Source: an optimization exercise on an open RTL-to-GDS flow (aim: small area, a short achievable clock period and few clock cycles per item). Production flows keep margins and buffers that such runs may drop. In this exercise RTL edits were held to simulation tests only and were not proved equivalent to the original. Power and IR drop assume default switching activity.

==> inputs of amber <==
## whorl_xu
module whorl_xu (
    input             clk,
    input             rst,           
    input             in_valid,
    output            in_ready,
    input      [5:0]  in_op,
    input      [1:0]  in_acc,        
    input      [15:0] in_imm,
    input      [31:0] in_a,
    input      [31:0] in_b,
    input      [31:0] in_d,          
    output reg        out_valid,
    output reg [31:0] out_res,
    output reg [47:0] out_acc,
    output reg        out_sat,
    output reg        out_illegal
);
==> module whorl_xu_alu, before the edit <==
module whorl_xu_alu (
    input      [5:0]  op,
    input      [31:0] a,
    input      [31:0] b,
    input      [31:0] d,         
    output     [31:0] res,
    output            rep,       
    output            sgn,       
    output            sat        
);
    wire is_add  = op == 6'h01, is_sub  = op == 6'h02, is_addw = op == 6'h03;
    wire is_subw = op == 6'h04, is_neg  = op == 6'h05, is_abs  = op == 6'h06;
    wire is_min  = op == 6'h07, is_max  = op == 6'h08, is_clmp = op == 6'h09;
    wire is_and  = op == 6'h0A, is_or   = op == 6'h0B, is_xor  = op == 6'h0C;
    wire is_shl  = op == 6'h0D, is_sar  = op == 6'h0E, is_shr  = op == 6'h0F;
    wire is_lih  = op == 6'h10, is_lil  = op == 6'h11, is_addi = op == 6'h12;
    wire is_slt  = op == 6'h13, is_cmov = op == 6'h14, is_aclp = op == 6'h1D;
    wire [15:0] imm   = d[15:0];
    wire        sub_b = is_sub | is_subw;
    wire [31:0] y     = is_addi ? {{16{imm[15]}}, imm} : (sub_b ? ~b : b);
    wire [31:0] s_lo;
    wire        s_co;
    whorl_xu_add32 add_s (.a(a), .b(y), .ci(sub_b), .s(s_lo), .co(s_co));
    wire [32:0] s     = {a[31] ^ y[31] ^ s_co, s_lo};
    wire        s_ovf = s[32] ^ s[31];
    wire [31:0] nx    = is_clmp ? b : a;
    wire [31:0] n;
    wire        n_co;
    whorl_xu_add32 add_n (.a(~nx), .b(32'd0), .ci(1'b1), .s(n), .co(n_co));
    wire        n_ovf = nx[31] & ~(|nx[30:0]);    
    wire [31:0] lt_s;
    wire        lt_co;
    whorl_xu_add32 add_lt (.a({~a[31], a[30:0]}), .b({b[31], ~b[30:0]}), .ci(1'b1),
                           .s(lt_s), .co(lt_co));
    wire        lt    = ~lt_co;
    wire        eq    = a == b;
    wire        bneg  = b[31];
    wire        bmin  = n_ovf;                    
    wire        s_pos = ~s[32] & (|s[31:0]);      
    wire        c_hi  = bneg ? s_pos : ~lt & ~eq;
    wire        c_lo  = bneg ? (bmin ? eq : lt) : s[32];
    wire        c_n   = (c_hi & bneg & ~bmin) | (c_lo & ~bneg);
    wire        c_b   = (c_hi & ~bneg) | (c_lo & bneg & ~bmin);
    wire        c_m1  = c_lo & bmin;
    wire [4:0]  k = imm[4:0];
    reg  [31:0] a_rev, sh_rev;
    integer     i;
    always @* for (i = 0; i < 32; i = i + 1) a_rev[i] = a[31-i];
    wire        fill  = is_sar & a[31];
    wire [31:0] sh0   = is_shl ? a_rev : a;
    wire [31:0] sh1   = k[0] ? {fill, sh0[31:1]}         : sh0;
    wire [31:0] sh2   = k[1] ? {{2{fill}}, sh1[31:2]}    : sh1;
    wire [31:0] sh3   = k[2] ? {{4{fill}}, sh2[31:4]}    : sh2;
    wire [31:0] sh4   = k[3] ? {{8{fill}}, sh3[31:8]}    : sh3;
    wire [31:0] sh5   = k[4] ? {{16{fill}}, sh4[31:16]}  : sh4;
    always @* for (i = 0; i < 32; i = i + 1) sh_rev[i] = sh5[31-i];
    wire [30:0] sdiff = a[30:0] ^ {31{a[31]}};
    wire [30:0] smask = ~(31'h7FFF_FFFF >> k);
    wire        shl_ovf = |(sdiff & smask);
    wire sel_s  = is_add | is_sub | is_addw | is_subw | is_addi;
    wire sel_n  = is_neg | (is_abs & a[31]) | (is_clmp & c_n) | (is_aclp & ~a[31]);
    wire sel_a  = (is_abs & ~a[31]) | (is_min & lt) | (is_max & ~lt) |
                  (is_clmp & ~c_hi & ~c_lo) | (is_cmov & bnz) |
                  (is_aclp & a[31]);
    wire bnz    = |b;
    wire sel_b  = (is_min & ~lt) | (is_max & lt) | (is_clmp & c_b);
    wire sel_d  = is_cmov & ~bnz;
    wire sel_sh = is_shl | is_sar | is_shr;
    wire sel_ab = is_and | is_or;
    wire sel_ax = is_or | is_xor;
    assign res = ({32{sel_s}}  & s[31:0]) |
                 ({32{sel_n}}  & n) |
                 ({32{sel_a}}  & a) |
                 ({32{sel_b}}  & b) |
                 ({32{sel_d}}  & d) |
                 ({32{sel_ab}} & (a & b)) |
                 ({32{sel_ax}} & (a ^ b)) |
                 ({32{is_shl}} & sh_rev) |
                 ({32{is_sar | is_shr}} & sh5) |
                 {is_lih ? imm : is_lil ? d[31:16] : 16'h0000,
                  is_lil ? imm : 16'h0000} |
                 {is_clmp & c_m1, 30'd0, (is_clmp & c_m1) | (is_slt & lt)};
    assign rep = ((is_add | is_sub | is_addi) & s_ovf) |
                 ((is_neg | (is_abs & a[31])) & n_ovf) |
                 (is_shl & shl_ovf);
    assign sgn = is_shl ? a[31] : (is_add | is_sub | is_addi) ? s[32] : 1'b0;
    assign sat = rep | (is_clmp & bmin);
endmodule
clock: 24.0 ns
lec_check: 0
abc_area: 1
cap_margin: 20
core_margin: 2
core_utilization: 50
place_density: 0.65
slew_margin: 20
standard.sh (not shown) runs the stock make flow with config.mk's settings and CLKGATE_MAP_FILE= SYNTH_SCRIPT=/design/flow/synth_recipe.tcl, a recipe that flattens the netlist after the stock synthesis.
==> flow/flow/run.sh <==
#!/bin/bash
set -euo pipefail
bash standard.sh "BUFFER_PORTS_ARGS=-buffer_cell sky130_fd_sc_hd__buf_4" \
    SETUP_SLACK_MARGIN=18 finish > flow_standard.log 2>&1
==> maple: changes against amber <==
==> flow/run.sh (new file) <==
#!/bin/bash
# synth_recipe.tcl (not shown) runs the flow's synth.tcl, then flattens the netlist and writes it again
# the make line also repeats each setting of config.mk as NAME=value (left out here)
make -C /OpenROAD-flow-scripts/flow DESIGN_CONFIG=/design/flow/config.mk WORK_HOME=/design/flow/orfs CLKGATE_MAP_FILE= SYNTH_SCRIPT=/design/flow/synth_recipe.tcl finish
removed: flow/flow/run.sh
removed: flow/standard.sh
==> zinc: changes against amber <==
--- a/flow/design.v
+++ b/flow/design.v
@@ -188,6 +188,12 @@
     wire        bneg  = b[31];
     wire        bmin  = n_ovf;                    
-    wire        s_pos = ~s[32] & (|s[31:0]);      
-    wire        c_hi  = bneg ? s_pos : ~lt & ~eq;
+    wire [32:0] p1_x  = ~({a[31], a} ^ {b[31], b});
+    wire [32:0] p1_y  = {{a[31], a[31:0]} | {b[31], b[31:0]}};
+    wire [31:0] p1_s;
+    wire        p1_co;
+    whorl_xu_add32 add_p1 (.a(p1_x[31:0]), .b({p1_y[30:0], 1'b0}), .ci(1'b0),
+                           .s(p1_s), .co(p1_co));
+    wire        s_pos = ~(p1_x[32] ^ p1_y[31] ^ p1_co);
+    wire        c_hi  = bneg ? s_pos & ~bmin : ~lt & ~eq;
     wire        c_lo  = bneg ? (bmin ? eq : lt) : s[32];
     wire        c_n   = (c_hi & bneg & ~bmin) | (c_lo & ~bneg);
==> flow/flow/run.sh (replaced) <==
#!/bin/bash
set -euo pipefail
bash standard.sh "BUFFER_PORTS_ARGS=-buffer_cell sky130_fd_sc_hd__buf_4" \
    SETUP_SLACK_MARGIN=18 SKIP_GATE_CLONING=1 finish > flow_standard.log 2>&1
==> comparison <==
Synthesized cell count: maple is smaller than zinc (about 2.6%).
Sequential share of layout area, lowest first: zinc, maple, amber.
The highest count of clock-buffer cells in the layout belongs to maple, the lowest to zinc.
In sequential power, maple and amber hardly differ.
The highest non-clock buffer count belongs to amber, the lowest to maple.
maple completed with no timing, DRC or antenna violations. zinc finished with timing, DRC and antenna clean. amber completed and failed the layout checks on capacitance limit, slew limit.
Fmax, highest first: amber, zinc, maple.
Against maple, the total power of zinc is lower by about 1.5%.
==> figures <==
| quantity | maple | amber | zinc |
|---|---|---|---|
| Number of buffers created by CTS | 72 | 74 | 72 |
| Seq. pwr | 1480 µW | 1470 µW | 1480 µW |
| Total GRT Usage | 39.0% | 40.6% | 38.5% |
| LEAKAGE | 0.0318 µW | 0.0323 µW | 0.0331 µW |
| Multiplexer share of the synthesized area | 0.140% | 0.140% | 0.0520% |
| Area of combinational cells with multiple inputs | 0.0397 mm² | 0.0400 mm² | 0.0408 mm² |
| Met3 Resource Use GR | 9.85% | 10.8% | 10.1% |
| Final area over synthesized area | 1.099x | 1.104x | 1.096x |
| Result of the run | finished clean | finished with violations | finished clean |
| Violated checks | - | capacitance limit, slew limit | - |
| Endpoint arrival time on the critical path | 8180 ps | 1200 ps | 1200 ps |
| Critical Path Source | op0[5] | out_res[24] | out_res[22] |
| Total Power Consumption | 7730 µW | 7730 µW | 7620 µW |
| Hold endpoint | ard2 | ill2 | ai1[1] |
| Share of cell area taken by multi-input logic gates | 61.3% | 61.5% | 61.9% |
| Total of fill cells in the finished design | 11200 | 11100 | 11700 |
| Slowest stage cell, crit path | inv_1 | dfxtp_4 | dfxtp_4 |
Testbench counts of amber, summed over its fixed seeds: cycles 64,040, items 64,000.
Testbench counts of maple, summed over its fixed seeds: cycles 64,040, items 64,000.
Testbench counts of zinc, summed over its fixed seeds: cycles 64,040, items 64,000.

-- afterwards: timing with drivers on the ports --
Ports are ideal in the flow. The routed layouts listed here were re-timed in OpenROAD.
Step 1: set_driving_cell puts a clkbuf_16 on clk and a buf_2 on each other input, an assumption about the parent block.
Step 2, shift: input delay + t, output delay - t, t = (earliest + latest rising clock arrival at the registers) / 2. This alone moves slack from input paths to output paths.
Slacks: no drivers / after step 1 / after step 2; pairs: no drivers / after step 1.
run	shift t [ns]	slack for setup (ns)	worst setup path after step 2	latest minus earliest clock arrival (ns)	worst data-port slew with drivers (ns)
amber	0.761	18.004 / 17.930 / 17.456	input to register	0.046 / 0.046	0.05
maple	0.738	16.373 / 16.373 / 16.373	register to register	0.053 / 0.053	0.07
zinc	0.783	18.003 / 17.926 / 17.510	input to register	0.068 / 0.068	0.06
The setup slack of amber, which loses most, moves by -0.074 ns with the drivers and by -0.548 ns with both steps.
